Background: an optimization exercise with open tools, aiming at small area, a short achievable clock period and few clock cycles per item. Do not read the settings as production practice. The RTL of this run was laid out without a check of its function.

### run.sh
#!/bin/bash
# synth_recipe.tcl (not shown) runs the flow's synth.tcl, then flattens the netlist and writes it again
# the make line also repeats each setting of config.mk as NAME=value (left out here)
make -C /OpenROAD-flow-scripts/flow DESIGN_CONFIG=/design/flow/config.mk WORK_HOME=/design/flow/orfs CLKGATE_MAP_FILE= SYNTH_SCRIPT=/design/flow/synth_recipe.tcl finish
### config.mk
export PLATFORM = sky130hd
export DESIGN_NAME = jet_sample
export DESIGN_NICKNAME = jet_sample
export VERILOG_FILES = /design/flow/design.v
export SDC_FILE = /design/flow/constraint.sdc
export NUM_CORES = 4
export LEC_CHECK = 0
export CAP_MARGIN = 20
export CORE_MARGIN = 2
export CORE_UTILIZATION = 40
export SLEW_MARGIN = 20
### constraint.sdc
create_clock -name core_clock -period 28.0 [get_ports {clk}]
set_input_delay 5.6000 -clock core_clock [delete_from_list [all_inputs] [get_ports {clk}]]
set_output_delay 5.6000 -clock core_clock [all_outputs]
set_load 0.01 [all_outputs]
### design.v
module jet_sample (
    input  wire        clk,
    input  wire        rst,
    input  wire        in_valid,
    output wire        in_ready,
    input  wire [39:0] tap0,
    input  wire [39:0] tap1,
    input  wire [39:0] tap2,
    input  wire [39:0] tap3,
    input  wire [7:0]  fx,
    input  wire [7:0]  fy,
    input  wire [3:0]  outside,       
    input  wire        edge_clamp,    
    input  wire [1:0]  matrix,        
    input  wire        range_full,    
    input  wire [1:0]  alpha_mode,    
    input  wire        occ_opaque,    
    input  wire [10:0] plane_alpha,   
    output reg         out_valid,
    output reg  [9:0]  r_code,
    output reg  [9:0]  g_code,
    output reg  [9:0]  b_code,
    output reg  [19:0] alpha_p        
);
    assign in_ready = 1'b1;
    reg        v1;
    reg [39:0] t0_q, t1_q, t2_q, t3_q;
    reg [7:0]  fx_q, fy_q;
    reg [3:0]  out_q;
    reg        edge_q, rng_q, occ_q;
    reg [1:0]  mx_q, am_q;
    reg [10:0] pa_q;
    always @(posedge clk) begin
        if (rst)
            v1 <= 1'b0;
        else
            v1 <= in_valid;
    end
    always @(posedge clk) begin
        if (in_valid) begin
            t0_q   <= tap0;
            t1_q   <= tap1;
            t2_q   <= tap2;
            t3_q   <= tap3;
            fx_q   <= fx;
            fy_q   <= fy;
            out_q  <= outside;
            edge_q <= edge_clamp;
            mx_q   <= matrix;
            rng_q  <= range_full;
            am_q   <= alpha_mode;
            occ_q  <= occ_opaque;
            pa_q   <= plane_alpha;
        end
    end
    wire [8:0]  ifx = 9'd256 - {1'b0, fx_q};
    wire [8:0]  ify = 9'd256 - {1'b0, fy_q};
    wire [16:0] w0  = ifx * ify;
    wire [16:0] w1  = {1'b0, fx_q} * ify;
    wire [16:0] w2  = ifx * {1'b0, fy_q};
    wire [16:0] w3  = fx_q * fy_q;
    wire [9:0] a0 = (edge_q || !out_q[0]) ? t0_q[9:0] : 10'd0;
    wire [9:0] a1 = (edge_q || !out_q[1]) ? t1_q[9:0] : 10'd0;
    wire [9:0] a2 = (edge_q || !out_q[2]) ? t2_q[9:0] : 10'd0;
    wire [9:0] a3 = (edge_q || !out_q[3]) ? t3_q[9:0] : 10'd0;
    wire [25:0] yb  = w0 * t0_q[39:30] + w1 * t1_q[39:30] + w2 * t2_q[39:30] + w3 * t3_q[39:30];
    wire [25:0] cbb = w0 * t0_q[29:20] + w1 * t1_q[29:20] + w2 * t2_q[29:20] + w3 * t3_q[29:20];
    wire [25:0] crb = w0 * t0_q[19:10] + w1 * t1_q[19:10] + w2 * t2_q[19:10] + w3 * t3_q[19:10];
    wire [25:0] ab  = w0 * a0 + w1 * a1 + w2 * a2 + w3 * a3;
    reg [15:0] cy, rv, gu, gv, bu;
    always @(*) begin
        case ({mx_q, rng_q})
            3'b00_1: begin cy = 16'd16384; rv = 16'd25802; gu = 16'd3069; gv = 16'd7670;  bu = 16'd30402; end
            3'b00_0: begin cy = 16'd19133; rv = 16'd29459; gu = 16'd3504; gv = 16'd8757;  bu = 16'd34711; end
            3'b01_1: begin cy = 16'd16384; rv = 16'd24160; gu = 16'd2696; gv = 16'd9361;  bu = 16'd30825; end
            3'b01_0: begin cy = 16'd19133; rv = 16'd27584; gu = 16'd3078; gv = 16'd10688; bu = 16'd35194; end
            3'b10_1: begin cy = 16'd16384; rv = 16'd22970; gu = 16'd5638; gv = 16'd11700; bu = 16'd29032; end
            3'b10_0: begin cy = 16'd19133; rv = 16'd26226; gu = 16'd6438; gv = 16'd13359; bu = 16'd33148; end
            3'b11_1: begin cy = 16'd16384; rv = 16'd0;     gu = 16'd0;    gv = 16'd0;     bu = 16'd0;     end
            default: begin cy = 16'd19133; rv = 16'd0;     gu = 16'd0;    gv = 16'd0;     bu = 16'd0;     end
        endcase
    end
    wire signed [27:0] oy  = rng_q ? 28'sd0 : (28'sd64 <<< 16);
    wire signed [27:0] ys  = $signed({2'b00, yb})  - oy;
    wire signed [27:0] cbs = $signed({2'b00, cbb}) - oy;
    wire signed [27:0] crs = $signed({2'b00, crb}) - oy;
    wire signed [27:0] cbd = $signed({2'b00, cbb}) - (28'sd512 <<< 16);
    wire signed [27:0] crd = $signed({2'b00, crb}) - (28'sd512 <<< 16);
    wire signed [16:0] cy_s = $signed({1'b0, cy});
    wire signed [16:0] rv_s = $signed({1'b0, rv});
    wire signed [16:0] gu_s = $signed({1'b0, gu});
    wire signed [16:0] gv_s = $signed({1'b0, gv});
    wire signed [16:0] bu_s = $signed({1'b0, bu});
    wire signed [47:0] yy    = cy_s * ys;
    wire signed [47:0] sum_r = (mx_q == 2'd3) ? cy_s * crs : yy + rv_s * crd;
    wire signed [47:0] sum_g = (mx_q == 2'd3) ? yy         : yy - gu_s * cbd - gv_s * crd;
    wire signed [47:0] sum_b = (mx_q == 2'd3) ? cy_s * cbs : yy + bu_s * cbd;
    function [9:0] code30;
        input signed [47:0] x;
        reg   signed [47:0] q;
        begin
            q = (x + (48'sd1 <<< 29)) >>> 30;
            if (q < 0)
                code30 = 10'd0;
            else if (q > 48'sd1023)
                code30 = 10'd1023;
            else
                code30 = q[9:0];
        end
    endfunction
    wire [9:0] r_n = code30(sum_r);
    wire [9:0] g_n = code30(sum_g);
    wire [9:0] b_n = code30(sum_b);
    wire [49:0] ab_scaled = ab * 24'd8396808;
    wire [19:0] ab_rnd    = (ab_scaled + (50'd1 << 29)) >> 30;
    wire [19:0] alpha_t   = (ab_rnd > 20'h80000) ? 20'h80000 : ab_rnd;
    wire        force_one = (am_q == 2'd2) || (occ_q && pa_q == 11'h400);
    wire [19:0] alpha     = force_one ? 20'h80000 : alpha_t;
    wire [30:0] alpha_pa  = alpha * pa_q;
    wire [19:0] ap_n      = (alpha_pa + 31'd512) >> 10;
    always @(posedge clk) begin
        if (rst)
            out_valid <= 1'b0;
        else
            out_valid <= v1;
    end
    always @(posedge clk) begin
        if (v1) begin
            r_code  <= r_n;
            g_code  <= g_n;
            b_code  <= b_n;
            alpha_p <= ap_n;
        end
    end
endmodule
==> notes.md <==
## cells in the final DEF, fill, tap and decap left out, types with 13 or more instances in the layout
cell             count
diode_2             33
ha_2                13
clkdlybuf4s50_1    250
nor2_1             956
a31oi_1             31
or3_1               37
o21bai_1            48
inv_1             5349
nand2_1           2394
a21o_1             148
and3_1             203
o21ai_0            190
nor4_1              24
buf_4              307
clkbuf_16           41
nand2b_1            82
xor2_1             106
xnor2_2             61
nand4_1             37
o211a_1             57
mux2i_1             29
a21oi_1            305
edfxtp_1           248
ha_1              1871
nor3_1             136
nor2b_1             67
or2_2               33
o211ai_1           102
o21a_1              68
and2_1             973
a211oi_1            62
and4_1              14
o31ai_1             20
nand3_1             95
a211o_1             15
xnor2_1            246
xor2_2              13
fa_1              4936
## through the flow
step	cells	utilization [%]	worst slack (ps)
after floorplan	20100	-	4340
after global placement	26100	42.4	1140
after detailed placement	26100	42.4	771
after CTS	26100	42.7	742
after global routing	26100	42.7	4.87
final	26200	42.8	1200
## final cells by class
type | instances | area (sq um)
Antenna cell | 33 | 82.6
Clock buffer | 48 | 1060
Clock inverter | 27 | 289
Fill cell | 46300 | 270000
Inverter | 5360 | 20100
Multi-Input combinational cell | 13700 | 160000
Sequential cell | 250 | 7490
Tap cell | 6223 | 7790
Timing Repair Buffer | 560 | 4860
## sequential cells by signal, indices dropped and copies added (netlist names), 2 cells and up
signal / count
r_code: 10
out_q: 4
t3_q: 40
alpha_p: 20
fx_q: 8
t1_q: 40
mx_q: 2
t0_q: 40
t2_q: 40
am_q: 2
g_code: 10
pa_q: 11
b_code: 10
fy_q: 8
## worst register-to-register path: cells and delay by family, from the launching register on
family | cells | cell delay [ps]
and+or+nand+nor | 15 | 3790
muxes | 1 | 150
adders and majority gates | 30 | 13450
xor gates and xnor gates | 4 | 970
DFF | 1 | 720
AOI/OAI and AO/OA | 22 | 6080
buffers and inverters | 15 | 1390
## worst paths after layout
path	endpoint	slack [ps]	startpoint
max	g_code[6]$_SDFFCE_PN0P_	1200	fy_q[2]$_DFFE_PP_
min	alpha_p[0]$_DFFE_PP_	640	v1$_SDFF_PP0_
max reg2reg	g_code[6]$_SDFFCE_PN0P_	1200	fy_q[2]$_DFFE_PP_
min reg2reg	alpha_p[0]$_DFFE_PP_	640	v1$_SDFF_PP0_
## per-layer routing
| metal | wire [um] | part of all wire [%] |
|---|---|---|
| met3 | 44700 | 7.5 |
| met4 | 25900 | 4.4 |
| met5 | 24 | 0.0041 |
| met1 | 244000 | 41 |
| met2 | 277000 | 47 |
## cells by family after synthesis
group           after synthesis  share of synthesized area (%)
mux                          37                          0.200
xor+xnor                    446                           2.12
compound gates             1229                           4.42
simple gates               5137                           12.5
other cells                   1                        0.00198
buf+inv                    6170                           12.2
fa+ha+maj                  6824                           64.6
flops                       250                           3.95
==> flow_results.xml <==
<?xml version="1.0" encoding="UTF-8"?>
<metrics>
  <group name="logic_synthesis">
    <metric name="synth_ff_type" unit="">edfxtp_1</metric>
    <metric name="synth.top_cells.by_count" unit="">inv_1 (5350), fa_1 (4940), nand2_1 (2395), ha_1 (1884), and2_1 (974)</metric>
    <metric name="postSynth.asyncResetShare" unit="%">0</metric>
    <metric name="netlist_area" unit="sq um">190000</metric>
    <metric name="synth.area.top_cells" unit="">fa_1 (52%), ha_1 (12%), inv_1 (11%)</metric>
    <metric name="yosysWarnings" unit="">1</metric>
    <metric name="ys_seq_elements" unit="">250</metric>
    <metric name="yosys.area.top_type_share" unit="%">52.1</metric>
    <metric name="yosys.area.top_type" unit="">fa_1</metric>
    <metric name="synthesis.instances" unit="">20100</metric>
    <metric name="synthDistinctLibCells" unit="">117</metric>
    <metric name="postSynthNetCount" unit="">27100</metric>
    <metric name="post-synth-top-count-cell" unit="">inv_1</metric>
    <metric name="synth-edff-count" unit="">248</metric>
    <metric name="sequential_to_total_area_share_from_yosys_stat" unit="%">3.95</metric>
    <metric name="syn_avg_cell_area" unit="sq um">9.44</metric>
  </group>
  <group name="detailed_routing">
    <metric name="vias_per_cell" unit="">5.19</metric>
    <metric name="route.detailed.drc" unit="">0</metric>
    <metric name="first_pass_iters" unit="">6</metric>
    <metric name="via_count" unit="">136000</metric>
    <metric name="ant_nets" unit="">0</metric>
    <metric name="routed_wl" unit="um">592000</metric>
    <metric name="avgRoutedWirePerCell" unit="um">22.6</metric>
    <metric name="detail_route.iter0.violations" unit="">9876</metric>
  </group>
  <group name="grt">
    <metric name="grt_most_used_layer" unit="">met2</metric>
    <metric name="gr-usage-met2" unit="%">41.1</metric>
    <metric name="grt_first_pass_wirelength" unit="um">916000</metric>
    <metric name="met3_usage" unit="%">3.92</metric>
    <metric name="first_global_vias" unit="">148000</metric>
    <metric name="track_usage" unit="%">25.3</metric>
    <metric name="grt_antenna_before_repair" unit="">44</metric>
    <metric name="grt.met1_usage" unit="%">34.2</metric>
    <metric name="grt_max_degree" unit="">59</metric>
    <metric name="gr-total-overflow" unit="">0</metric>
  </group>
  <group name="cts">
    <metric name="clock_tree.root_cell" unit="">clkbuf_16</metric>
    <metric name="setup_fix_bufs_post_cts" unit="">0</metric>
    <metric name="clk-insertion-delay-late" unit="ps">800</metric>
    <metric name="cts_hold_repair.buffers" unit="">0</metric>
    <metric name="clk_transition_reported_paths" unit="ps">80</metric>
    <metric name="clock_sinks" unit="">250</metric>
    <metric name="cts_buffers" unit="">41</metric>
    <metric name="htree_num_levels" unit="">2</metric>
    <metric name="cts_resized" unit="">0</metric>
    <metric name="cts.path.max_buffers" unit="">3</metric>
    <metric name="cts_tree" unit="">done</metric>
  </group>
  <group name="die">
    <metric name="boundaryPins" unit="">253</metric>
    <metric name="core" unit="sq um">472000</metric>
    <metric name="placementRows" unit="">252</metric>
    <metric name="die-area" unit="sq um">480000</metric>
    <metric name="die_h" unit="um">693</metric>
    <metric name="initial_core_util" unit="%">40.2</metric>
    <metric name="die_width" unit="um">693</metric>
  </group>
  <group name="hold_path">
    <metric name="min_path_type" unit="">reg -&gt; reg</metric>
    <metric name="worstHoldPathCells" unit="">0</metric>
  </group>
  <group name="sta">
    <metric name="finalSetupViolCount" unit="">0</metric>
    <metric name="final-max-slew-violation-count" unit="">0</metric>
    <metric name="slew-limit-headroom" unit="%">19.9</metric>
    <metric name="layout_min_cycle_time" unit="ps">26800</metric>
    <metric name="hold_viol_final" unit="">0</metric>
    <metric name="fmax" unit="GHz">0.0373</metric>
    <metric name="tns" unit="ps">0</metric>
    <metric name="skew" unit="ps">106</metric>
    <metric name="whs" unit="ps">640</metric>
    <metric name="grt_setup_unrepaired" unit="">no</metric>
    <metric name="worst_slew_pin_slew" unit="ps">1200</metric>
    <metric name="final.period_utilization" unit="%">95.7</metric>
  </group>
  <group name="placement">
    <metric name="place.port_buffers" unit="">251</metric>
    <metric name="dp_hpwl" unit="um">503000</metric>
    <metric name="dpl_cell_area" unit="sq um">200000</metric>
    <metric name="gp_routability_congestion" unit="">0.956</metric>
  </group>
  <group name="final_layout">
    <metric name="postLayoutCellArea" unit="sq um">202000</metric>
    <metric name="drive_above_1_share" unit="%">3.02</metric>
    <metric name="design.final.nets" unit="">26900</metric>
    <metric name="synthToLayoutAreaGrowth" unit="%">6.33</metric>
  </group>
  <group name="critical_path">
    <metric name="critPathMaxStageDelay" unit="ps">720</metric>
    <metric name="cp-end-kind" unit="">register</metric>
    <metric name="critical_path.startpoint_type" unit="">register</metric>
    <metric name="critical_path_buf_inv_count" unit="">15</metric>
    <metric name="cp_top_family" unit="">adder cells</metric>
    <metric name="worst-path-stages" unit="">87</metric>
    <metric name="path_class" unit="">reg -&gt; reg</metric>
    <metric name="cell_type_of_the_slowest_stage_on_the_worst_timing_path" unit="">edfxtp_1</metric>
    <metric name="cp_data_arrival_time" unit="ps">27310</metric>
    <metric name="reg2regPathDepth" unit="">87</metric>
    <metric name="crit_top_cell" unit="">fa_1</metric>
    <metric name="critical_path.max_fanout" unit="">19</metric>
    <metric name="worst-endpoint-required" unit="ps">28510</metric>
  </group>
  <group name="status">
    <metric name="status" unit="">finished clean</metric>
  </group>
  <group name="run">
    <metric name="maxCapViolations" unit="">0</metric>
  </group>
</metrics>

[afterwards: timing with drivers on the ports]
The flow's constraints put no driver on any port. The routed layout listed below was extracted and timed again, unchanged, in two steps.
Step 1: set_driving_cell puts a clkbuf_16 on clk and a buf_2 on each other input, an assumption about the parent block.
Step 2 moves the port delays by t, midway between the first and last clock arrival at a register: inputs arrive t later, outputs are due t later. That takes back most of the time a late clock gives input paths.
Three values: no drivers, after step 1, after step 2; two values: the first two.
t (ns): 0.858
setup WS [ns]: 1.200 / 1.200 / 1.200
hold WS [ns]: 0.640 / 0.640 / 0.640
worst data-port slew with drivers (ns): 0.08
After both steps this run still meets setup and hold. For this run, drivers alone change the setup slack by 0.000 ns; drivers and shift together by 0.000 ns.
